Background: an optimization exercise with open tools, aiming at small area and few clock cycles per item. Do not read the settings as production practice.
In this exercise RTL edits were held to simulation tests only and were not proved equivalent to the original.
Power and IR drop assume default switching activity.

<file path="flow/flow/extra.sh">
EXTRA=("BUFFER_PORTS_ARGS=-buffer_cell sky130_fd_sc_hd__buf_1" "CTS_ARGS=-sink_clustering_enable -repair_clock_nets -dont_use_dummy_load -sink_clustering_size 24 -sink_clustering_max_diameter 120")
</file>
<file path="flow/config.mk">
export PLATFORM = sky130hd
export DESIGN_NAME = rs_c3_enc
export DESIGN_NICKNAME = rs_c3_enc
export VERILOG_FILES = /design/flow/design.v
export SDC_FILE = /design/flow/constraint.sdc
export NUM_CORES = 4
export LEC_CHECK = 0
export CAP_MARGIN = 20
export CORE_MARGIN = 2
export CORE_UTILIZATION = 60
export PLACE_DENSITY = 0.75
export SETUP_SLACK_MARGIN = 0.1
export SLEW_MARGIN = 20
</file>
<file path="flow/flow/abc.script">
&get -n
&st
&dch -f
&nf -R 1000
&put
</file>
<file path="flow/flow/run.sh">
#!/bin/bash
# The standard layout (standard.sh) with two changes:
#  - ABC maps the logic with an area-oriented structural mapping (&nf) (flow/abc.script), so
#    the XOR network written in the RTL is kept as it is;
#  - extra ORFS make variables from flow/extra.sh (placement/CTS options).
# Each tool's output goes to the ORFS logs under orfs/logs; make's own output
# goes to make.log.
set -euo pipefail
HERE=$(pwd)
cat > my_synth.tcl <<EOF
proc abc {args} {
  set i [lsearch -exact \$args -script]
  if {\$i >= 0} { set args [lreplace \$args [expr {\$i+1}] [expr {\$i+1}] $HERE/flow/abc.script] }
  yosys abc {*}\$args
}
source $HERE/synth_recipe.tcl
EOF
{
  cat flow/extra.sh
  sed -e "s#SYNTH_SCRIPT=[^ ]*#SYNTH_SCRIPT=$HERE/my_synth.tcl#" \
      -e 's#"\${@:-finish}"#"${EXTRA[@]}" "${@:-finish}"#' standard.sh
} > my_standard.sh
bash my_standard.sh > make.log 2>&1
</file>
<file path="flow/constraint.sdc">
create_clock -name core_clock -period 4.0 [get_ports {clk}]
set_input_delay 0.8000 -clock core_clock [delete_from_list [all_inputs] [get_ports {clk}]]
set_output_delay 0.8000 -clock core_clock [all_outputs]
set_load 0.01 [all_outputs]
</file>
<file path="flow/design.v">
module rs_c3_enc (
    input  wire        clk,
    input  wire        rst,
    input  wire        in_valid,
    output wire        in_ready,
    input  wire [15:0] in_data,
    output wire        out_valid,
    input  wire        out_ready,
    output wire [15:0] out_data,
    output wire        out_last
);
    localparam integer NPAR = 16;
    reg [15:0] q [1:NPAR-1];
    reg [15:0] fbd;
    reg [7:0]  cnt;
    reg        flushing;    
    wire       emitting = &cnt[7:4];
    wire [15:0] qn [1:NPAR-1];
    wire [15:0] top;
    wire x0 = fbd[8] ^ fbd[15];
    wire x1 = fbd[9] ^ fbd[14];
    wire x2 = fbd[2] ^ fbd[10];
    wire x3 = fbd[3] ^ fbd[13];
    wire x4 = fbd[0] ^ fbd[1];
    wire x5 = fbd[4] ^ fbd[12];
    wire x6 = fbd[11] ^ fbd[14];
    wire x7 = fbd[7] ^ fbd[13];
    wire x8 = fbd[5] ^ x3;
    wire x9 = fbd[6] ^ x1;
    wire x10 = fbd[0] ^ x0;
    wire x11 = x4 ^ x9;
    wire x12 = x2 ^ x10;
    wire x13 = fbd[2] ^ fbd[3];
    wire x14 = fbd[9] ^ fbd[11];
    wire x15 = fbd[3] ^ fbd[12];
    wire x16 = fbd[1] ^ fbd[5];
    wire x17 = fbd[6] ^ fbd[15];
    wire x18 = fbd[13] ^ fbd[14];
    wire x19 = fbd[7] ^ fbd[12];
    wire x20 = fbd[5] ^ fbd[15];
    wire x21 = fbd[10] ^ fbd[15];
    wire x22 = fbd[1] ^ fbd[10];
    wire x23 = x0 ^ x22;
    wire x24 = fbd[2] ^ x6;
    wire x25 = x14 ^ x16;
    wire x26 = x2 ^ x5;
    wire x27 = x0 ^ x15;
    wire x28 = fbd[4] ^ x18;
    wire x29 = fbd[11] ^ x13;
    wire x30 = fbd[0] ^ x1;
    wire x31 = fbd[12] ^ x17;
    wire x32 = fbd[8] ^ x7;
    wire x33 = x7 ^ x16;
    wire x34 = x6 ^ x20;
    wire x35 = fbd[14] ^ x26;
    wire x36 = fbd[11] ^ x8;
    wire x37 = fbd[8] ^ x8;
    wire x38 = x8 ^ x25;
    wire x39 = x5 ^ x29;
    wire x40 = x1 ^ x27;
    wire x41 = x21 ^ x28;
    wire x42 = x12 ^ x33;
    wire x43 = x11 ^ x37;
    wire x44 = x5 ^ x11;
    wire x45 = x12 ^ x19;
    wire x46 = x10 ^ x36;
    wire x47 = x31 ^ x33;
    wire x48 = x14 ^ x41;
    wire x49 = fbd[4] ^ x11;
    wire x50 = x38 ^ x49;
    wire x51 = fbd[7] ^ x1;
    wire x52 = x44 ^ x51;
    wire x53 = x29 ^ x47;
    wire x54 = x9 ^ x53;
    wire x55 = x28 ^ x31;
    wire x56 = x27 ^ x33;
    wire x57 = x55 ^ x56;
    wire x58 = x26 ^ x57;
    wire x59 = x24 ^ x49;
    wire x60 = fbd[2] ^ x58;
    wire x61 = x4 ^ x34;
    wire x62 = x45 ^ x48;
    wire x63 = x10 ^ x21;
    wire x64 = fbd[5] ^ x9;
    wire x65 = x24 ^ x43;
    wire x66 = fbd[5] ^ x40;
    wire x67 = x41 ^ x43;
    wire x68 = fbd[4] ^ x66;
    wire x69 = x27 ^ x31;
    wire x70 = x2 ^ x55;
    wire x71 = fbd[3] ^ x64;
    wire x72 = x28 ^ x71;
    wire x73 = x54 ^ x67;
    wire x74 = x15 ^ x73;
    wire x75 = fbd[0] ^ x21;
    wire x76 = fbd[9] ^ x50;
    wire x77 = x19 ^ x60;
    wire x78 = x4 ^ x20;
    wire x79 = x13 ^ x32;
    wire x80 = x23 ^ x32;
    wire x81 = x0 ^ x41;
    wire x82 = fbd[5] ^ x47;
    wire x83 = x38 ^ x40;
    wire x84 = x8 ^ x75;
    wire x85 = x48 ^ x61;
    wire x86 = x11 ^ x53;
    wire x87 = x42 ^ x57;
    wire x88 = x20 ^ x44;
    wire x89 = x46 ^ x51;
    wire x90 = x25 ^ x52;
    wire x91 = x0 ^ x59;
    wire x92 = x14 ^ x54;
    wire x93 = x20 ^ x68;
    wire x94 = fbd[0] ^ x76;
    wire x95 = x33 ^ x91;
    wire x96 = fbd[15] ^ x73;
    wire x97 = x5 ^ x74;
    wire x98 = fbd[14] ^ fbd[15];
    wire x99 = x2 ^ x98;
    wire x100 = fbd[1] ^ fbd[12];
    wire x101 = fbd[7] ^ fbd[9];
    wire x102 = fbd[2] ^ x7;
    wire x103 = fbd[6] ^ x3;
    wire x104 = fbd[0] ^ x5;
    wire x105 = x0 ^ x13;
    wire x106 = x46 ^ x85;
    wire x107 = x17 ^ x30;
    wire x108 = fbd[1] ^ x102;
    wire x109 = x1 ^ x108;
    wire x110 = fbd[4] ^ x51;
    wire x111 = x34 ^ x51;
    wire x112 = fbd[3] ^ x30;
    wire x113 = fbd[14] ^ x59;
    wire x114 = fbd[1] ^ x32;
    wire x115 = x22 ^ x104;
    wire x116 = x8 ^ x26;
    wire x117 = fbd[2] ^ x51;
    wire x118 = fbd[10] ^ x39;
    wire x119 = x33 ^ x35;
    wire x120 = x35 ^ x111;
    wire x121 = x53 ^ x90;
    wire x122 = x2 ^ x75;
    wire x123 = fbd[6] ^ x83;
    wire x124 = x36 ^ x41;
    wire x125 = x39 ^ x48;
    wire x126 = x7 ^ x63;
    wire x127 = x38 ^ x55;
    wire x128 = x124 ^ x125;
    wire x129 = x28 ^ x115;
    wire x130 = fbd[0] ^ x47;
    wire x131 = x6 ^ x128;
    wire x132 = fbd[9] ^ x56;
    wire x133 = x93 ^ x132;
    wire x134 = x53 ^ x124;
    wire x135 = x102 ^ x134;
    wire x136 = x6 ^ x84;
    wire x137 = x38 ^ x103;
    wire x138 = x115 ^ x136;
    wire x139 = x9 ^ x75;
    wire x140 = x127 ^ x129;
    wire x141 = fbd[2] ^ x42;
    wire x142 = x114 ^ x118;
    wire x143 = x44 ^ x70;
    wire x144 = x34 ^ x46;
    wire x145 = x15 ^ x137;
    wire x146 = x43 ^ x61;
    wire x147 = x104 ^ x146;
    wire x148 = x70 ^ x126;
    wire x149 = x56 ^ x85;
    wire x150 = x42 ^ x112;
    wire x151 = x22 ^ x89;
    wire x152 = x19 ^ x63;
    wire x153 = x65 ^ x98;
    wire x154 = x65 ^ x88;
    wire x155 = fbd[6] ^ x87;
    wire x156 = x52 ^ x130;
    wire x157 = x120 ^ x122;
    wire x158 = x65 ^ x68;
    wire x159 = x122 ^ x123;
    wire x160 = x36 ^ x60;
    wire x161 = x50 ^ x149;
    wire x162 = x156 ^ x157;
    wire x164 = fbd[7] ^ fbd[10];
    wire x165 = fbd[9] ^ x20;
    wire x169 = x6 ^ x100;
    wire x171 = x15 ^ x164;
    wire x173 = x29 ^ x99;
    wire x175 = x101 ^ x171;
    wire x176 = x104 ^ x114;
    wire x179 = x40 ^ x108;
    wire x184 = fbd[8] ^ x35;
    wire x188 = x116 ^ x117;
    wire x191 = fbd[0] ^ x79;
    wire x194 = x63 ^ x110;
    wire x201 = x42 ^ x82;
    wire x205 = x57 ^ x107;
    wire x211 = x53 ^ x78;
    wire x212 = x55 ^ x119;
    wire x215 = x28 ^ x109;
    wire x216 = x61 ^ x109;
    wire x220 = x83 ^ x84;
    wire x222 = x44 ^ x112;
    wire x223 = x4 ^ x127;
    wire x226 = x0 ^ x49;
    wire x228 = fbd[8] ^ x124;
    wire x244 = x34 ^ x129;
    wire x252 = fbd[6] ^ x86;
    wire x255 = x59 ^ x80;
    wire x258 = x39 ^ x140;
    wire x264 = x32 ^ x220;
    wire x272 = x81 ^ x86;
    wire x277 = x68 ^ x75;
    wire x279 = x138 ^ x139;
    wire x290 = x65 ^ x120;
    wire x291 = fbd[5] ^ x86;
    wire x299 = x86 ^ x143;
    wire x300 = x173 ^ x226;
    wire x304 = x125 ^ x205;
    wire x308 = x19 ^ x58;
    wire x309 = x145 ^ x184;
    wire x313 = x50 ^ x144;
    wire x321 = x31 ^ x91;
    wire x322 = x92 ^ x122;
    wire x348 = fbd[9] ^ x60;
    wire x363 = x151 ^ x152;
    wire x364 = x67 ^ x291;
    wire x391 = x121 ^ x145;
    wire x395 = fbd[0] ^ fbd[5];
    wire y0 = x0 ^ q[1][0];
    wire y1 = x135 ^ y0;
    wire y2 = x216 ^ q[1][1];
    wire y3 = x8 ^ q[1][2];
    wire y4 = x156 ^ y3;
    wire y5 = x67 ^ q[1][3];
    wire y6 = x93 ^ y5;
    wire y7 = fbd[6] ^ q[1][4];
    wire y8 = x73 ^ y7;
    wire y9 = x363 ^ q[1][5];
    wire y10 = fbd[8] ^ q[1][6];
    wire y11 = x70 ^ y10;
    wire y12 = fbd[8] ^ q[1][7];
    wire y13 = x89 ^ y12;
    wire y14 = x122 ^ q[1][8];
    wire y15 = x264 ^ y14;
    wire y16 = fbd[6] ^ q[1][9];
    wire y17 = x154 ^ y16;
    wire y18 = x105 ^ q[1][10];
    wire y19 = x106 ^ y18;
    wire y20 = x98 ^ q[1][11];
    wire y21 = x114 ^ y20;
    wire y22 = x71 ^ q[1][12];
    wire y23 = x160 ^ y22;
    wire y24 = x101 ^ q[1][13];
    wire y25 = x73 ^ y24;
    wire y26 = fbd[12] ^ q[1][14];
    wire y27 = x151 ^ y26;
    wire y28 = x145 ^ q[1][15];
    wire y29 = x155 ^ y28;
    wire y30 = x228 ^ q[2][0];
    wire y31 = x8 ^ q[2][1];
    wire y32 = x147 ^ y31;
    wire y33 = x7 ^ q[2][2];
    wire y34 = x127 ^ y33;
    wire y35 = fbd[6] ^ q[2][3];
    wire y36 = x211 ^ y35;
    wire y37 = x244 ^ q[2][4];
    wire y38 = x159 ^ q[2][5];
    wire y39 = x179 ^ q[2][6];
    wire y40 = x29 ^ q[2][7];
    wire y41 = x48 ^ y40;
    wire y42 = x205 ^ q[2][8];
    wire y43 = x105 ^ q[2][9];
    wire y44 = x67 ^ y43;
    wire y45 = x23 ^ q[2][10];
    wire y46 = x59 ^ y45;
    wire y47 = x105 ^ q[2][11];
    wire y48 = x118 ^ y47;
    wire y49 = x12 ^ q[2][12];
    wire y50 = x142 ^ y49;
    wire y51 = x150 ^ q[2][13];
    wire y52 = x149 ^ y51;
    wire y53 = x127 ^ q[2][14];
    wire y54 = x128 ^ y53;
    wire y55 = x15 ^ q[2][15];
    wire y56 = x148 ^ y55;
    wire y57 = x139 ^ q[3][0];
    wire y58 = x74 ^ y57;
    wire y59 = x277 ^ q[3][1];
    wire y60 = x132 ^ q[3][2];
    wire y61 = x258 ^ y60;
    wire y62 = x19 ^ q[3][3];
    wire y63 = x82 ^ y62;
    wire y64 = x17 ^ q[3][4];
    wire y65 = x76 ^ y64;
    wire y66 = x53 ^ q[3][5];
    wire y67 = x74 ^ y66;
    wire y68 = x59 ^ q[3][6];
    wire y69 = x156 ^ y68;
    wire y70 = fbd[5] ^ q[3][7];
    wire y71 = x58 ^ y70;
    wire y72 = x103 ^ q[3][8];
    wire y73 = x124 ^ y72;
    wire y74 = x33 ^ q[3][9];
    wire y75 = x123 ^ y74;
    wire y76 = x157 ^ q[3][10];
    wire y77 = x46 ^ q[3][11];
    wire y78 = x138 ^ y77;
    wire y79 = fbd[10] ^ q[3][12];
    wire y80 = x113 ^ y79;
    wire y81 = x191 ^ q[3][13];
    wire y82 = x244 ^ y81;
    wire y83 = x122 ^ q[3][14];
    wire y84 = x147 ^ y83;
    wire y85 = x188 ^ q[3][15];
    wire y86 = x2 ^ q[4][0];
    wire y87 = x85 ^ y86;
    wire y88 = x308 ^ q[4][1];
    wire y89 = x11 ^ q[4][2];
    wire y90 = x89 ^ y89;
    wire y91 = x98 ^ q[4][3];
    wire y92 = x47 ^ y91;
    wire y93 = x19 ^ q[4][4];
    wire y94 = x88 ^ y93;
    wire y95 = x212 ^ q[4][5];
    wire y96 = x81 ^ q[4][6];
    wire y97 = x74 ^ y96;
    wire y98 = x3 ^ q[4][7];
    wire y99 = x176 ^ y98;
    wire y100 = x99 ^ q[4][8];
    wire y101 = x140 ^ y100;
    wire y102 = x56 ^ q[4][9];
    wire y103 = x81 ^ y102;
    wire y104 = x17 ^ q[4][10];
    wire y105 = x71 ^ y104;
    wire y106 = fbd[12] ^ q[4][11];
    wire y107 = fbd[11] ^ y106;
    wire y108 = x125 ^ y107;
    wire y109 = x258 ^ q[4][12];
    wire y110 = x165 ^ q[4][13];
    wire y111 = x151 ^ y110;
    wire y112 = x31 ^ q[4][14];
    wire y113 = x113 ^ y112;
    wire y114 = x128 ^ q[4][15];
    wire y115 = x106 ^ y114;
    wire y116 = x13 ^ q[5][0];
    wire y117 = x308 ^ y116;
    wire y118 = x55 ^ q[5][1];
    wire y119 = x62 ^ y118;
    wire y120 = x19 ^ q[5][2];
    wire y121 = x71 ^ y120;
    wire y122 = x133 ^ q[5][3];
    wire y123 = x102 ^ q[5][4];
    wire y124 = x80 ^ y123;
    wire y125 = x29 ^ q[5][5];
    wire y126 = x1 ^ q[5][6];
    wire y127 = x93 ^ y126;
    wire y128 = x22 ^ q[5][7];
    wire y129 = x85 ^ y128;
    wire y130 = x7 ^ q[5][8];
    wire y131 = x138 ^ y130;
    wire y132 = x107 ^ q[5][9];
    wire y133 = x131 ^ y132;
    wire y134 = x40 ^ q[5][10];
    wire y135 = x76 ^ y134;
    wire y136 = x107 ^ q[5][11];
    wire y137 = x50 ^ y136;
    wire y138 = x36 ^ q[5][12];
    wire y139 = x141 ^ y138;
    wire y140 = x321 ^ q[5][13];
    wire y141 = x88 ^ q[5][14];
    wire y142 = x87 ^ y141;
    wire y143 = x2 ^ q[5][15];
    wire y144 = x50 ^ y143;
    wire y145 = x26 ^ q[6][0];
    wire y146 = x49 ^ y145;
    wire y147 = x29 ^ q[6][1];
    wire y148 = x80 ^ y147;
    wire y149 = x300 ^ q[6][2];
    wire y150 = fbd[14] ^ q[6][3];
    wire y151 = fbd[7] ^ y150;
    wire y152 = x395 ^ y151;
    wire y153 = x313 ^ y152;
    wire y154 = x142 ^ q[6][4];
    wire y155 = x138 ^ y154;
    wire y156 = x34 ^ q[6][5];
    wire y157 = x71 ^ y156;
    wire y158 = fbd[4] ^ q[6][6];
    wire y159 = x152 ^ y158;
    wire y160 = fbd[6] ^ q[6][7];
    wire y161 = x13 ^ y160;
    wire y162 = x65 ^ y161;
    wire y163 = x102 ^ q[6][8];
    wire y164 = x146 ^ y163;
    wire y165 = fbd[15] ^ q[6][9];
    wire y166 = x149 ^ y165;
    wire y167 = x216 ^ q[6][10];
    wire y168 = x300 ^ y167;
    wire y169 = x114 ^ q[6][11];
    wire y170 = x133 ^ y169;
    wire y171 = x102 ^ q[6][12];
    wire y172 = x36 ^ y171;
    wire y173 = x104 ^ q[6][13];
    wire y174 = x69 ^ y173;
    wire y175 = x164 ^ q[6][14];
    wire y176 = x85 ^ y175;
    wire y177 = fbd[3] ^ q[6][15];
    wire y178 = x308 ^ y177;
    wire y179 = x171 ^ q[7][0];
    wire y180 = x165 ^ y179;
    wire y181 = x143 ^ q[7][1];
    wire y182 = x91 ^ y181;
    wire y183 = x173 ^ q[7][2];
    wire y184 = x41 ^ q[7][3];
    wire y185 = x89 ^ y184;
    wire y186 = x34 ^ q[7][4];
    wire y187 = x57 ^ y186;
    wire y188 = x89 ^ q[7][5];
    wire y189 = x154 ^ y188;
    wire y190 = x18 ^ q[7][6];
    wire y191 = x77 ^ y190;
    wire y192 = x201 ^ q[7][7];
    wire y193 = x157 ^ y192;
    wire y194 = x2 ^ q[7][8];
    wire y195 = x73 ^ y194;
    wire y196 = x112 ^ q[7][9];
    wire y197 = x56 ^ y196;
    wire y198 = x141 ^ q[7][10];
    wire y199 = x128 ^ y198;
    wire y200 = x132 ^ q[7][11];
    wire y201 = x70 ^ y200;
    wire y202 = x19 ^ q[7][12];
    wire y203 = x4 ^ y202;
    wire y204 = x150 ^ y203;
    wire y205 = x23 ^ q[7][13];
    wire y206 = x94 ^ y205;
    wire y207 = x120 ^ q[7][14];
    wire y208 = x83 ^ q[7][15];
    wire y209 = x77 ^ y208;
    wire y210 = x23 ^ q[8][0];
    wire y211 = x92 ^ y210;
    wire y212 = x0 ^ q[8][1];
    wire y213 = x76 ^ y212;
    wire y214 = x121 ^ q[8][2];
    wire y215 = x176 ^ q[8][3];
    wire y216 = x64 ^ q[8][4];
    wire y217 = x60 ^ y216;
    wire y218 = x148 ^ q[8][5];
    wire y219 = x161 ^ y218;
    wire y220 = x220 ^ q[8][6];
    wire y221 = x30 ^ q[8][7];
    wire y222 = x158 ^ y221;
    wire y223 = x116 ^ q[8][8];
    wire y224 = x126 ^ y223;
    wire y225 = x4 ^ q[8][9];
    wire y226 = x72 ^ y225;
    wire y227 = x175 ^ q[8][10];
    wire y228 = x11 ^ y227;
    wire y229 = x30 ^ q[8][11];
    wire y230 = x363 ^ y229;
    wire y231 = x101 ^ q[8][12];
    wire y232 = x43 ^ y231;
    wire y233 = x130 ^ q[8][13];
    wire y234 = x131 ^ y233;
    wire y235 = x108 ^ q[8][14];
    wire y236 = x84 ^ y235;
    wire y237 = x143 ^ q[8][15];
    wire y238 = x140 ^ y237;
    wire y239 = x79 ^ q[9][0];
    wire y240 = x54 ^ y239;
    wire y241 = fbd[8] ^ q[9][1];
    wire y242 = x258 ^ y241;
    wire y243 = x19 ^ q[9][2];
    wire y244 = x84 ^ y243;
    wire y245 = x27 ^ q[9][3];
    wire y246 = x72 ^ y245;
    wire y247 = x98 ^ q[9][4];
    wire y248 = x160 ^ y247;
    wire y249 = x12 ^ q[9][5];
    wire y250 = x162 ^ y249;
    wire y251 = fbd[2] ^ q[9][6];
    wire y252 = x125 ^ y251;
    wire y253 = x115 ^ q[9][7];
    wire y254 = x83 ^ y253;
    wire y255 = x64 ^ q[9][8];
    wire y256 = x118 ^ y255;
    wire y257 = x44 ^ q[9][9];
    wire y258 = x151 ^ y257;
    wire y259 = fbd[10] ^ q[9][10];
    wire y260 = x79 ^ y259;
    wire y261 = x201 ^ q[9][11];
    wire y262 = x304 ^ q[9][12];
    wire y263 = x153 ^ q[9][13];
    wire y264 = x38 ^ q[9][14];
    wire y265 = x96 ^ y264;
    wire y266 = x109 ^ q[9][15];
    wire y267 = x228 ^ y266;
    wire y268 = x104 ^ q[10][0];
    wire y269 = x77 ^ y268;
    wire y270 = x4 ^ q[10][1];
    wire y271 = x95 ^ y270;
    wire y272 = x215 ^ q[10][2];
    wire y273 = x2 ^ q[10][3];
    wire y274 = x135 ^ y273;
    wire y275 = x10 ^ q[10][4];
    wire y276 = x134 ^ y275;
    wire y277 = x100 ^ q[10][5];
    wire y278 = x86 ^ y277;
    wire y279 = x105 ^ q[10][6];
    wire y280 = x135 ^ y279;
    wire y281 = x56 ^ q[10][7];
    wire y282 = x321 ^ y281;
    wire y283 = x19 ^ q[10][8];
    wire y284 = x68 ^ y283;
    wire y285 = x215 ^ q[10][9];
    wire y286 = x212 ^ y285;
    wire y287 = x103 ^ q[10][10];
    wire y288 = x48 ^ y287;
    wire y289 = x42 ^ q[10][11];
    wire y290 = x54 ^ y289;
    wire y291 = x264 ^ q[10][12];
    wire y292 = x158 ^ q[10][13];
    wire y293 = x92 ^ q[10][14];
    wire y294 = x63 ^ q[10][15];
    wire y295 = x87 ^ y294;
    wire y296 = x2 ^ q[11][0];
    wire y297 = x121 ^ y296;
    wire y298 = x130 ^ q[11][1];
    wire y299 = x96 ^ y298;
    wire y300 = x61 ^ q[11][2];
    wire y301 = x70 ^ y300;
    wire y302 = x99 ^ q[11][3];
    wire y303 = x90 ^ y302;
    wire y304 = x90 ^ q[11][4];
    wire y305 = x75 ^ q[11][5];
    wire y306 = x47 ^ y305;
    wire y307 = x115 ^ q[11][6];
    wire y308 = x73 ^ y307;
    wire y309 = x126 ^ q[11][7];
    wire y310 = x125 ^ y309;
    wire y311 = x164 ^ q[11][8];
    wire y312 = x30 ^ y311;
    wire y313 = x91 ^ y312;
    wire y314 = x82 ^ q[11][9];
    wire y315 = x65 ^ y314;
    wire y316 = x291 ^ q[11][10];
    wire y317 = x211 ^ q[11][11];
    wire y318 = x145 ^ q[11][12];
    wire y319 = x143 ^ y318;
    wire y320 = x43 ^ q[11][13];
    wire y321 = x90 ^ y320;
    wire y322 = x10 ^ q[11][14];
    wire y323 = x131 ^ y322;
    wire y324 = x137 ^ q[11][15];
    wire y325 = x136 ^ y324;
    wire y326 = x0 ^ q[12][0];
    wire y327 = x45 ^ y326;
    wire y328 = x78 ^ q[12][1];
    wire y329 = x46 ^ y328;
    wire y330 = x194 ^ q[12][2];
    wire y331 = x119 ^ q[12][3];
    wire y332 = x48 ^ y331;
    wire y333 = x7 ^ q[12][4];
    wire y334 = x69 ^ y333;
    wire y335 = x110 ^ q[12][5];
    wire y336 = x20 ^ q[12][6];
    wire y337 = x63 ^ y336;
    wire y338 = x137 ^ q[12][7];
    wire y339 = x45 ^ q[12][8];
    wire y340 = x106 ^ y339;
    wire y341 = fbd[1] ^ q[12][9];
    wire y342 = x116 ^ y341;
    wire y343 = x111 ^ q[12][10];
    wire y344 = x123 ^ y343;
    wire y345 = x22 ^ q[12][11];
    wire y346 = x1 ^ y345;
    wire y347 = x147 ^ y346;
    wire y348 = x6 ^ q[12][12];
    wire y349 = x46 ^ y348;
    wire y350 = x226 ^ q[12][13];
    wire y351 = x150 ^ q[12][14];
    wire y352 = x144 ^ y351;
    wire y353 = x146 ^ q[12][15];
    wire y354 = x143 ^ y353;
    wire y355 = x117 ^ q[13][0];
    wire y356 = x72 ^ y355;
    wire y357 = x4 ^ q[13][1];
    wire y358 = x0 ^ y357;
    wire y359 = x57 ^ y358;
    wire y360 = x91 ^ q[13][2];
    wire y361 = x76 ^ y360;
    wire y362 = x148 ^ q[13][3];
    wire y363 = x131 ^ y362;
    wire y364 = x13 ^ q[13][4];
    wire y365 = x85 ^ y364;
    wire y366 = x56 ^ q[13][5];
    wire y367 = x96 ^ y366;
    wire y368 = x136 ^ q[13][6];
    wire y369 = x134 ^ y368;
    wire y370 = x81 ^ q[13][7];
    wire y371 = x58 ^ y370;
    wire y372 = x22 ^ q[13][8];
    wire y373 = x125 ^ y372;
    wire y374 = x155 ^ q[13][9];
    wire y375 = x128 ^ q[13][10];
    wire y376 = x35 ^ q[13][11];
    wire y377 = x88 ^ y376;
    wire y378 = x161 ^ q[13][12];
    wire y379 = x162 ^ q[13][13];
    wire y380 = x63 ^ q[13][14];
    wire y381 = x83 ^ y380;
    wire y382 = x17 ^ q[13][15];
    wire y383 = x159 ^ y382;
    wire y384 = x188 ^ q[14][0];
    wire y385 = x179 ^ y384;
    wire y386 = x24 ^ q[14][1];
    wire y387 = x71 ^ y386;
    wire y388 = x99 ^ q[14][2];
    wire y389 = x60 ^ y388;
    wire y390 = x175 ^ q[14][3];
    wire y391 = x47 ^ y390;
    wire y392 = x111 ^ q[14][4];
    wire y393 = x11 ^ y392;
    wire y394 = x36 ^ q[14][5];
    wire y395 = x53 ^ y394;
    wire y396 = x191 ^ q[14][6];
    wire y397 = x123 ^ q[14][7];
    wire y398 = x147 ^ y397;
    wire y399 = x41 ^ q[14][8];
    wire y400 = x304 ^ y399;
    wire y401 = x34 ^ q[14][9];
    wire y402 = x153 ^ y401;
    wire y403 = x10 ^ q[14][10];
    wire y404 = x277 ^ y403;
    wire y405 = x6 ^ q[14][11];
    wire y406 = x134 ^ y405;
    wire y407 = x15 ^ q[14][12];
    wire y408 = x83 ^ y407;
    wire y409 = x194 ^ q[14][13];
    wire y410 = x45 ^ y409;
    wire y411 = x84 ^ q[14][14];
    wire y412 = x14 ^ q[14][15];
    wire y413 = x49 ^ y412;
    wire y414 = x30 ^ q[15][0];
    wire y415 = x23 ^ q[15][1];
    wire y416 = x24 ^ q[15][2];
    wire y417 = x40 ^ q[15][3];
    wire y418 = x41 ^ q[15][4];
    wire y419 = x34 ^ q[15][5];
    wire y420 = x31 ^ q[15][6];
    wire y421 = x32 ^ q[15][7];
    wire y422 = x44 ^ q[15][8];
    wire y423 = x42 ^ q[15][9];
    wire y424 = x39 ^ q[15][10];
    wire y425 = x43 ^ q[15][11];
    wire y426 = x45 ^ q[15][12];
    wire y427 = x38 ^ q[15][13];
    wire y428 = x35 ^ q[15][14];
    wire y429 = x46 ^ q[15][15];
    assign qn[1][0] = x252;
    assign qn[1][1] = x290;
    assign qn[1][2] = x222;
    assign qn[1][3] = x223;
    assign qn[1][4] = x309;
    assign qn[1][5] = x272;
    assign qn[1][6] = x279;
    assign qn[1][7] = x364;
    assign qn[1][8] = x391;
    assign qn[1][9] = x322;
    assign qn[1][10] = x169;
    assign qn[1][11] = x313;
    assign qn[1][12] = x95;
    assign qn[1][13] = x348;
    assign qn[1][14] = x255;
    assign qn[1][15] = x299;
    assign qn[2][0] = y1;
    assign qn[2][1] = y2;
    assign qn[2][2] = y4;
    assign qn[2][3] = y6;
    assign qn[2][4] = y8;
    assign qn[2][5] = y9;
    assign qn[2][6] = y11;
    assign qn[2][7] = y13;
    assign qn[2][8] = y15;
    assign qn[2][9] = y17;
    assign qn[2][10] = y19;
    assign qn[2][11] = y21;
    assign qn[2][12] = y23;
    assign qn[2][13] = y25;
    assign qn[2][14] = y27;
    assign qn[2][15] = y29;
    assign qn[3][0] = y30;
    assign qn[3][1] = y32;
    assign qn[3][2] = y34;
    assign qn[3][3] = y36;
    assign qn[3][4] = y37;
    assign qn[3][5] = y38;
    assign qn[3][6] = y39;
    assign qn[3][7] = y41;
    assign qn[3][8] = y42;
    assign qn[3][9] = y44;
    assign qn[3][10] = y46;
    assign qn[3][11] = y48;
    assign qn[3][12] = y50;
    assign qn[3][13] = y52;
    assign qn[3][14] = y54;
    assign qn[3][15] = y56;
    assign qn[4][0] = y58;
    assign qn[4][1] = y59;
    assign qn[4][2] = y61;
    assign qn[4][3] = y63;
    assign qn[4][4] = y65;
    assign qn[4][5] = y67;
    assign qn[4][6] = y69;
    assign qn[4][7] = y71;
    assign qn[4][8] = y73;
    assign qn[4][9] = y75;
    assign qn[4][10] = y76;
    assign qn[4][11] = y78;
    assign qn[4][12] = y80;
    assign qn[4][13] = y82;
    assign qn[4][14] = y84;
    assign qn[4][15] = y85;
    assign qn[5][0] = y87;
    assign qn[5][1] = y88;
    assign qn[5][2] = y90;
    assign qn[5][3] = y92;
    assign qn[5][4] = y94;
    assign qn[5][5] = y95;
    assign qn[5][6] = y97;
    assign qn[5][7] = y99;
    assign qn[5][8] = y101;
    assign qn[5][9] = y103;
    assign qn[5][10] = y105;
    assign qn[5][11] = y108;
    assign qn[5][12] = y109;
    assign qn[5][13] = y111;
    assign qn[5][14] = y113;
    assign qn[5][15] = y115;
    assign qn[6][0] = y117;
    assign qn[6][1] = y119;
    assign qn[6][2] = y121;
    assign qn[6][3] = y122;
    assign qn[6][4] = y124;
    assign qn[6][5] = y125;
    assign qn[6][6] = y127;
    assign qn[6][7] = y129;
    assign qn[6][8] = y131;
    assign qn[6][9] = y133;
    assign qn[6][10] = y135;
    assign qn[6][11] = y137;
    assign qn[6][12] = y139;
    assign qn[6][13] = y140;
    assign qn[6][14] = y142;
    assign qn[6][15] = y144;
    assign qn[7][0] = y146;
    assign qn[7][1] = y148;
    assign qn[7][2] = y149;
    assign qn[7][3] = y153;
    assign qn[7][4] = y155;
    assign qn[7][5] = y157;
    assign qn[7][6] = y159;
    assign qn[7][7] = y162;
    assign qn[7][8] = y164;
    assign qn[7][9] = y166;
    assign qn[7][10] = y168;
    assign qn[7][11] = y170;
    assign qn[7][12] = y172;
    assign qn[7][13] = y174;
    assign qn[7][14] = y176;
    assign qn[7][15] = y178;
    assign qn[8][0] = y180;
    assign qn[8][1] = y182;
    assign qn[8][2] = y183;
    assign qn[8][3] = y185;
    assign qn[8][4] = y187;
    assign qn[8][5] = y189;
    assign qn[8][6] = y191;
    assign qn[8][7] = y193;
    assign qn[8][8] = y195;
    assign qn[8][9] = y197;
    assign qn[8][10] = y199;
    assign qn[8][11] = y201;
    assign qn[8][12] = y204;
    assign qn[8][13] = y206;
    assign qn[8][14] = y207;
    assign qn[8][15] = y209;
    assign qn[9][0] = y211;
    assign qn[9][1] = y213;
    assign qn[9][2] = y214;
    assign qn[9][3] = y215;
    assign qn[9][4] = y217;
    assign qn[9][5] = y219;
    assign qn[9][6] = y220;
    assign qn[9][7] = y222;
    assign qn[9][8] = y224;
    assign qn[9][9] = y226;
    assign qn[9][10] = y228;
    assign qn[9][11] = y230;
    assign qn[9][12] = y232;
    assign qn[9][13] = y234;
    assign qn[9][14] = y236;
    assign qn[9][15] = y238;
    assign qn[10][0] = y240;
    assign qn[10][1] = y242;
    assign qn[10][2] = y244;
    assign qn[10][3] = y246;
    assign qn[10][4] = y248;
    assign qn[10][5] = y250;
    assign qn[10][6] = y252;
    assign qn[10][7] = y254;
    assign qn[10][8] = y256;
    assign qn[10][9] = y258;
    assign qn[10][10] = y260;
    assign qn[10][11] = y261;
    assign qn[10][12] = y262;
    assign qn[10][13] = y263;
    assign qn[10][14] = y265;
    assign qn[10][15] = y267;
    assign qn[11][0] = y269;
    assign qn[11][1] = y271;
    assign qn[11][2] = y272;
    assign qn[11][3] = y274;
    assign qn[11][4] = y276;
    assign qn[11][5] = y278;
    assign qn[11][6] = y280;
    assign qn[11][7] = y282;
    assign qn[11][8] = y284;
    assign qn[11][9] = y286;
    assign qn[11][10] = y288;
    assign qn[11][11] = y290;
    assign qn[11][12] = y291;
    assign qn[11][13] = y292;
    assign qn[11][14] = y293;
    assign qn[11][15] = y295;
    assign qn[12][0] = y297;
    assign qn[12][1] = y299;
    assign qn[12][2] = y301;
    assign qn[12][3] = y303;
    assign qn[12][4] = y304;
    assign qn[12][5] = y306;
    assign qn[12][6] = y308;
    assign qn[12][7] = y310;
    assign qn[12][8] = y313;
    assign qn[12][9] = y315;
    assign qn[12][10] = y316;
    assign qn[12][11] = y317;
    assign qn[12][12] = y319;
    assign qn[12][13] = y321;
    assign qn[12][14] = y323;
    assign qn[12][15] = y325;
    assign qn[13][0] = y327;
    assign qn[13][1] = y329;
    assign qn[13][2] = y330;
    assign qn[13][3] = y332;
    assign qn[13][4] = y334;
    assign qn[13][5] = y335;
    assign qn[13][6] = y337;
    assign qn[13][7] = y338;
    assign qn[13][8] = y340;
    assign qn[13][9] = y342;
    assign qn[13][10] = y344;
    assign qn[13][11] = y347;
    assign qn[13][12] = y349;
    assign qn[13][13] = y350;
    assign qn[13][14] = y352;
    assign qn[13][15] = y354;
    assign qn[14][0] = y356;
    assign qn[14][1] = y359;
    assign qn[14][2] = y361;
    assign qn[14][3] = y363;
    assign qn[14][4] = y365;
    assign qn[14][5] = y367;
    assign qn[14][6] = y369;
    assign qn[14][7] = y371;
    assign qn[14][8] = y373;
    assign qn[14][9] = y374;
    assign qn[14][10] = y375;
    assign qn[14][11] = y377;
    assign qn[14][12] = y378;
    assign qn[14][13] = y379;
    assign qn[14][14] = y381;
    assign qn[14][15] = y383;
    assign qn[15][0] = y385;
    assign qn[15][1] = y387;
    assign qn[15][2] = y389;
    assign qn[15][3] = y391;
    assign qn[15][4] = y393;
    assign qn[15][5] = y395;
    assign qn[15][6] = y396;
    assign qn[15][7] = y398;
    assign qn[15][8] = y400;
    assign qn[15][9] = y402;
    assign qn[15][10] = y404;
    assign qn[15][11] = y406;
    assign qn[15][12] = y408;
    assign qn[15][13] = y410;
    assign qn[15][14] = y411;
    assign qn[15][15] = y413;
    assign top[0] = y414;
    assign top[1] = y415;
    assign top[2] = y416;
    assign top[3] = y417;
    assign top[4] = y418;
    assign top[5] = y419;
    assign top[6] = y420;
    assign top[7] = y421;
    assign top[8] = y422;
    assign top[9] = y423;
    assign top[10] = y424;
    assign top[11] = y425;
    assign top[12] = y426;
    assign top[13] = y427;
    assign top[14] = y428;
    assign top[15] = y429;
    wire        take  = in_valid && !emitting;
    wire        shift = emitting && (out_ready || flushing);
    wire        en    = take || shift;
    wire [15:0] fb    = (in_data ^ top) & {16{!emitting}};
    integer k;
    always @(posedge clk) begin
        if (en) begin
            fbd  <= fb;
            for (k = 1; k < NPAR; k = k + 1) q[k] <= qn[k];
        end
    end
    always @(posedge clk) begin
        if (rst) begin
            cnt      <= 8'd240;
            flushing <= 1'b1;
        end else if (en) begin
            cnt <= cnt + 8'd1;
            if (&cnt) flushing <= 1'b0;
        end
    end
    assign in_ready  = !emitting;
    assign out_valid = emitting && !flushing;
    assign out_data  = top;
    assign out_last  = &cnt;
endmodule
</file>
<file path="flow/standard.sh">
#!/bin/bash
# synth_recipe.tcl (not shown) runs the flow's synth.tcl, then flattens the netlist and writes it again
# the make line also repeats each setting of config.mk as NAME=value (left out here)
make -C /OpenROAD-flow-scripts/flow DESIGN_CONFIG=/design/flow/config.mk WORK_HOME=/design/flow/orfs CLKGATE_MAP_FILE= SYNTH_SCRIPT=/design/flow/synth_recipe.tcl "${@:-finish}"
</file>
==> summary.txt, run 1 <==
Run status
  • Status: complete, no violations

Power and ir drop
  • P_leak: about 6.3 nW
  • Overall Power: around 0.0051 W
  • VDD IR max: 0.0003264 V
  • Power Density: 325.2 nW/um2

Timing
  • Worst slew pin tran: ~960 ps
  • # setup viols final: 0
  • Fin. Hold Viols: 0
  • Slew Viols, Final: 0
  • Period utilization: 0.9385
  • Hold slack: 457.4 ps
  • Clock Skew: roughly 74 ps
  • FMAX: 0.2664 GHz
  • Worst slew margin: 0.3583
  • Worst Slack Setup Final: around 250 ps
  • RSZ-0062 raised after global routing: false
  • Minimum clock period: between 3000 and 4000 ps

Setup path
  • Crit path launch type: flip-flop
  • Data required, critical path: ~3200 ps
  • CP endpoint: out_data[9]
  • Crit. End Element: output port
  • RR Endpoint: q[14][5]
  • WS Path Type: flip-flop to output port
  • Worst R2R Setup Slack: 380 ps
  • Worst R2R Start: fbd[13]
  • Worst r2r path cells: 8
  • CP Max Fanout: 4
  • Critical Path AT: 2950 ps
  • CP startpoint: fbd[8]

Synthesis
  • Top cells by area, synth: edfxtp_1, xnor2_1, xor2_1
  • EDFF count, synth: between 200 and 300
  • Synthesized Nets: 1009
  • Register bit total from synthesis: between 200 and 300
  • Syn. warnings: 2
  • Mean post-synth cell area: roughly 14 um2
  • Synthesized area: about 14000 um2
  • Post-synth ARST share: 0
  • Yosys top cell area share: 0.5510
  • Leading area contributor after synthesis: edfxtp_1
  • Main flop type after synthesis: edfxtp_1
  • Count leader, synth: xnor2_1
  • Most frequent cells after synthesis: xnor2_1, edfxtp_1, xor2_1
  • Netlist cell types: 19
  • Register area share after synthesis: 0.5639
  • Post-Syn Instances: around 990

Layout
  • Final core area utilization: 0.6900
  • Area grow syn2layout: 12.31%
  • # diodes: 0
  • Post-Layout Inst Area: roughly 16000 um2
  • Final net count: between 1000 and 1500
  • Share of layout cells above drive strength 1: 0.1237

Routing
  • Number of iterations in the first detailed-routing pass: 5
  • Routed len/inst: approximately 30 um
  • DRT Wirelength: 41700 um
  • Vias per Instance: between 5 and 6
  • Via count: ~8300
  • Residual DRC: 0
  • DRT antenna net count: 0
  • DRT iter0 DRCs: just under 1000

Floorplan
  • Initial core utilization: 0.6143
  • Die Area: 24490 um2
  • # IOs: 39
  • DIE HEIGHT: 156.5 um
  • Core Region: approximately 23000 um2
  • Die X: ~160 um
  • # rows: 55

Clock tree
  • CTS tree: built
  • H-Tree Depth: 1
  • CTS max path bufs: 3
  • Clock Latency Late Sink: just over 500 ps
  • CTS Hold Bufs: 0
  • Clock slew at reported path FFs: 90 ps
  • CTS root buf: clkbuf_16
  • CTS buffer count: 15
  • CTS sink cnt: ~270

Placement
  • Port bufs: 38
  • Cell Area, Placed: approximately 15000 um2
  • Post-DP HPWL: around 32000 um
  • RePlAce Congestion: 1.038
  • Worst slack, placed: -15.52 ps

Global route
  • GR Overflow Total: 0
  • Pin count of the biggest net entering global routing: between 100 and 150
  • First-pass GRT wire length: 57790 um
  • Vias in the first global route: around 8000
  • Total track usage: 0.3489
  • Antenna violations before repair: 0

Job
  • Max_cap viols: 0

Worst hold path
  • HP Class: flip-flop to flip-flop
==> stage by stage <==
stage	cells	setup TNS [ps]
floorplan	988	-475810
finish	1417	0
detailed placement	1401	-15.52
CTS	1417	0
global route	1417	0
global placement	1401	-1987
==> timing repair <==
action / CTS / global route
buffers inserted: 1 / 0
gates cloned: 0 / 0
gates resized for setup: 2 / 4
endpoints found under the setup margin: 13 / 6
==> worst max-delay path: stages (launching register included) <==
cell and delay, ps:
edfxtp_1 480, xor2_2 220, xnor2_1 580, xor2_1 150, buf_4 210, xnor2_1 260, buf_4 230, xnor2_1 160
buf_1 180
==> kinds of logic (layout without fill, tap and decap cells) <==
kind of cell / after synthesis / after routing / share of synthesized area
adders and majority gates: 1 / 1 / 0.0008967
DFF: 265 / 265 / 0.5639
AOI/OAI and AO/OA: 45 / 45 / 0.01632
and+or+nand+nor: 15 / 15 / 0.005651
muxes: 1 / 1 / 0.0007175
xor gates and xnor gates: 642 / 642 / 0.4030
buffers and inverters: 19 / 163 / 0.009417
==> final cells by class <==
cell class                      count  area [um2]
Timing Repair Buffer              145       970.9
Multi-Input combinational cell    704        6083
Fill cell                        1694        7041
Sequential cell                   265        7871
Clock buffer                       15       375.4
Inverter                            3       11.26
Tap cell                          285       356.6
==> state kept, by name, summed over array words and instances, names as in the netlist <==
signal and flops:
flushing 1, fbd 16, cnt 8, q 240
==> where the power goes <==
part | switching, W | internal (W) | total [W]
Combinational | 0.000151 | 0.000151 | 0.000302
Sequential | 0.0000758 | 0.00316 | 0.00324
Clock | 0.000878 | 0.000674 | 0.00155
==> layout by cell type, fill, tap and decap left out, types with 2 or more instances in the layout <==
master,synthesis,layout
a21oi_1,23,22
buf_1,0,38
buf_12,0,2
buf_4,16,105
clkbuf_16,0,15
clkinv_1,3,3
dfxtp_1,9,6
dfxtp_2,0,3
edfxtp_1,256,256
nand3_1,4,3
nor2_1,4,4
nor3_1,2,2
o21ai_0,21,20
xnor2_1,454,447
xnor2_2,0,5
xnor2_4,0,2
xor2_1,188,183
xor2_2,0,5
==> worst min-delay path by stage <==
stage	from	end	cells past startpoint
6_report	cnt[6]	cnt[6]	1
5_1_grt	cnt[6]	cnt[6]	1
4_1_cts	cnt[6]	cnt[6]	1
3_5_place_dp	cnt[6]	cnt[6]	1
3_3_place_gp	cnt[6]	cnt[6]	1
2_1_floorplan	cnt[6]	cnt[6]	1
==> routing by layer <==
layer	wire length (um)	up-vias	track usage
met5	70	-	0.02070
met4	1640	2	0.1140
met3	3381	85	0.04736
met2	19160	433	0.5473
met1	17450	4180	0.5055
li1	-	3570	-
Testbench counts, summed over its fixed seeds: cycles 49,280, words 192.
==> run 2, diff against run 1 <==
--- a/flow/config.mk
+++ b/flow/config.mk
@@ -10,4 +10,3 @@
 export CORE_UTILIZATION = 60
 export PLACE_DENSITY = 0.75
-export SETUP_SLACK_MARGIN = 0.1
 export SLEW_MARGIN = 20
==> run 2 against run 1 <==
- cell count down 0.28%
- critical path depth down 1
- clock power about the same
- largest cell class unchanged
- flip-flop and latch count unchanged
- highest routed layer is now met4
- sequential power about the same
- still clean
- utilization down 0.39 points
- sequential share of layout area up 0.28 points
- global-route usage up 0.22 points
- die area unchanged
==> summary.txt, run 2 <==
Timing
  • # setup viols final: 0 (unchanged)
  • Worst slew pin tran: 1227 ps (+270.9 ps)
  • Worst slew margin: 0.1765 (-0.1819)
  • Clock Skew: 88.85 ps (+14.38 ps)
  • Hold slack: 453.3 ps (-4.079 ps)
  • Period utilization: 0.9598 (+0.02132)
  • RSZ-0062 raised after global routing: false
  • Slew Viols, Final: 0 (unchanged)
  • Minimum clock period: 3839 ps (+85.28 ps)
  • FMAX: 0.2605 GHz (-2.2%)
  • Worst Slack Setup Final: 160.8 ps (-85.28 ps)
  • Fin. Hold Viols: 0 (unchanged)

Synthesis
  • Post-Syn Instances: 988 (unchanged)
  • Top cells by area, synth: edfxtp_1, xnor2_1, xor2_1
  • Register bit total from synthesis: 265 (unchanged)
  • Mean post-synth cell area: 14.12 um2 (unchanged)
  • Most frequent cells after synthesis: xnor2_1, edfxtp_1, xor2_1
  • Main flop type after synthesis: edfxtp_1
  • Register area share after synthesis: 0.5639 (unchanged)
  • EDFF count, synth: 256 (unchanged)
  • Leading area contributor after synthesis: edfxtp_1
  • Synthesized Nets: 1009 (unchanged)
  • Count leader, synth: xnor2_1
  • Synthesized area: 13950 um2 (unchanged)
  • Yosys top cell area share: 0.5510 (unchanged)
  • Post-synth ARST share: 0 (unchanged)
  • Netlist cell types: 19 (unchanged)
  • Syn. warnings: 2 (unchanged)

Floorplan
  • Initial core utilization: 0.6143 (unchanged)
  • Die X: 156.5 um (unchanged)
  • Die Area: 24490 um2 (unchanged)
  • Core Region: 22710 um2 (unchanged)
  • # IOs: 39 (unchanged)
  • DIE HEIGHT: 156.5 um (unchanged)
  • # rows: 55 (unchanged)

Clock tree
  • CTS sink cnt: 265 (unchanged)
  • CTS tree: built
  • CTS buffer count: 15 (unchanged)
  • CTS max path bufs: 3 (unchanged)
  • CTS Hold Bufs: 0 (unchanged)
  • CTS root buf: clkbuf_16
  • H-Tree Depth: 1 (unchanged)
  • Clock slew at reported path FFs: 110 ps (+20 ps)
  • Clock Latency Late Sink: 520 ps (about the same)

Routing
  • Vias per Instance: 5.708 (-2.2%)
  • Routed len/inst: 29.52 um (+0.30%)
  • Residual DRC: 0 (unchanged)
  • DRT Wirelength: 41710 um (about the same)
  • Number of iterations in the first detailed-routing pass: 5 (unchanged)
  • Via count: 8066 (-2.5%)
  • DRT iter0 DRCs: 1052 (+6.7%)
  • DRT antenna net count: 0 (unchanged)

Layout
  • Most frequent cells in the layout: xnor2_1, edfxtp_1, xor2_1, buf_4, buf_1
  • Max reg flops: 240 (unchanged)
  • Filler instances: 1640 (-3.2%)
  • Share of layout cells above drive strength 1: 0.1162 (-0.007437)
  • Top flop regs: q: 240 flops, fbd: 16 flops, cnt: 8 flops
  • Most common cell after layout, fill and taps aside: xnor2_1
  • Area grow syn2layout: 11.69%
  • Most flop-heavy register: q
  • Final net count: 1150 (-0.43%)
  • Post-Layout Inst Area: 15580 um2 (-0.56%)

Global route
  • Total track usage: 0.3511 (+0.002220)
  • First-pass GRT wire length: 57640 um (-0.26%)
  • Antenna violations before repair: 1 (+1)
  • Vias in the first global route: 7967 (+1.7%)
  • Pin count of the biggest net entering global routing: 136 (+25%)
  • GR Overflow Total: 0 (unchanged)

Power and ir drop
  • VDD IR max: 0.0003665 V (+12%)
  • Pint: 0.003990 W (about the same)
  • Power Density: 327.0 nW/um2 (+0.56%)
  • Sequential Power Share: 0.637 (about the same)
  • Clock network fraction of total power: 0.303 (-0.002)
  • P_leak: 6.300 nW (-0.40%)
  • Combinational Power Share: 0.060 (about the same)
  • Sw frac: 0.2169 (about the same)
  • Sw power: 0.001105 W (about the same)

Setup path
  • Data required, critical path: 3200 ps (about the same)
  • WS Path Type: flip-flop to output port
  • Worst r2r path cells: 10 (+2)
  • CP Max Fanout: 6 (+2)
  • Crit. End Element: output port
  • Critical Path AT: 3040 ps (+90 ps)
  • Crit path launch type: flip-flop

Run status
  • Status: complete, no violations

Worst hold path
  • Cells on Worst Hold Path: 1 (unchanged)
  • HP Class: flip-flop to flip-flop

Placement
  • Cell Area, Placed: 15170 um2 (-0.39%)
  • Worst slack, placed: 283.5 ps (+299.0 ps)
  • RePlAce Congestion: 1.033 (-0.43%)
  • Port bufs: 38 (unchanged)
  • Post-DP HPWL: 31870 um (+0.61%)

Job
  • Max_cap viols: 0 (unchanged)
[run 2: kinds of logic after synthesis]
family / Yosys count / synth area share
DFF: 265 / 0.5639
adders and majority gates: 1 / 0.0008967
muxes: 1 / 0.0007175
and+or+nand+nor: 15 / 0.005651
AOI/OAI and AO/OA: 45 / 0.01632
xor gates and xnor gates: 642 / 0.4030
buffers and inverters: 19 / 0.009417
[run 2: critical path, cell delays in order, from the launching register on]
cell and delay [ps]:
edfxtp_1 540, xor2_1 520, xnor2_2 250, xnor2_2 310, xor2_1 300, buf_4 220
xnor2_1 180, buf_1 180
[run 2: routing by layer]
layer / part of all wire / track usage / wire length, um / vias to the layer above
met5: 0 / 0 / 0 / -
met4: 0.051 / 0.1625 / 2132 / 0
met3: 0.094 / 0.08086 / 3917 / 93
met2: 0.45 / 0.5456 / 18830 / 378
met1: 0.40 / 0.4724 / 16830 / 4028
li1: - / - / - / 3567
[run 2: path summary, 6_finish.rpt]
kind / startpoint / endpoint / slack, ps
setup / recovery: fbd[3] / out_data[15] / 160
hold / removal: cnt[6] / cnt[6] / 450
setup reg to reg: fbd[9] / q[14][15] / 200
hold reg to reg: cnt[6] / cnt[6] / 450
[run 2: power by group through the flow]
stage / combinational, W / sequential [W] / clock [W]
detailed placement: 0.000301 / 0.00330 / 0
CTS: 0.000303 / 0.00324 / 0.00156
global placement: 0.000294 / 0.00330 / 0
floorplan: 0.000238 / 0.00327 / 0
global route: 0.000327 / 0.00325 / 0.00163
finish: 0.000305 / 0.00324 / 0.00155
[run 2: repair_timing]
action / CTS / global route
resized for setup: 2 / 2
setup endpoints to repair: 3 / 3
setup buffers: 0 / 0
[run 2: stage by stage]
stage                     cells  setup TNS, ps    util  total power (W)
final                      1413              0  0.6861         0.005095
after global placement     1397              0  0.6678         0.003595
after global routing       1412              0  0.6860         0.005210
after detailed placement   1397              0  0.6682         0.003603
after floorplan             988        -475810       -         0.003510
after CTS                  1412              0  0.6853         0.005104
[run 2: final cells by class]
| class | count | area [um2] | share of cell area |
|---|---|---|---|
| antenna | 1 | 2.502 | 0.0001606 |
| clock buffer | 15 | 375.4 | 0.02409 |
| inverter | 3 | 11.26 | 0.0007227 |
| multi-input combinational | 704 | 6031 | 0.3871 |
| sequential | 265 | 7871 | 0.5052 |
| tap | 285 | 356.6 | 0.02289 |
| timing repair buffer | 140 | 933.4 | 0.05991 |

-- separate check: timing with driven ports --
In the flow no input, the clock included, has a driving cell. The finished layouts below were timed again as built, in two steps. Step 1 (the two cells are an assumption about what drives the block):
set clk [get_ports {clk}]
set_driving_cell -lib_cell sky130_fd_sc_hd__clkbuf_16 $clk
set_driving_cell -lib_cell sky130_fd_sc_hd__buf_2 [delete_from_list [all_inputs] $clk]
Step 2 times the ports against the registers' clock, not the clock port: input delays grow and output delays shrink by t, the midpoint of the rising clock arrivals with the driver on. a / b / c = no drivers / after step 1 / after step 2; a / b = the first two.
run	t, ns	setup slack, ns	worst hold slack (ns)	worst setup path at the end	worst register clock-pin slew, ns
run 1	0.518	0.246 / 0.198 / 0.384	0.457 / 0.457 / 0.457	register to register	0.11 / 0.11
run 2	0.523	0.161 / 0.113 / 0.197	0.453 / 0.453 / 0.453	register to register	0.11 / 0.11
After both steps setup and hold are still met in every run listed.
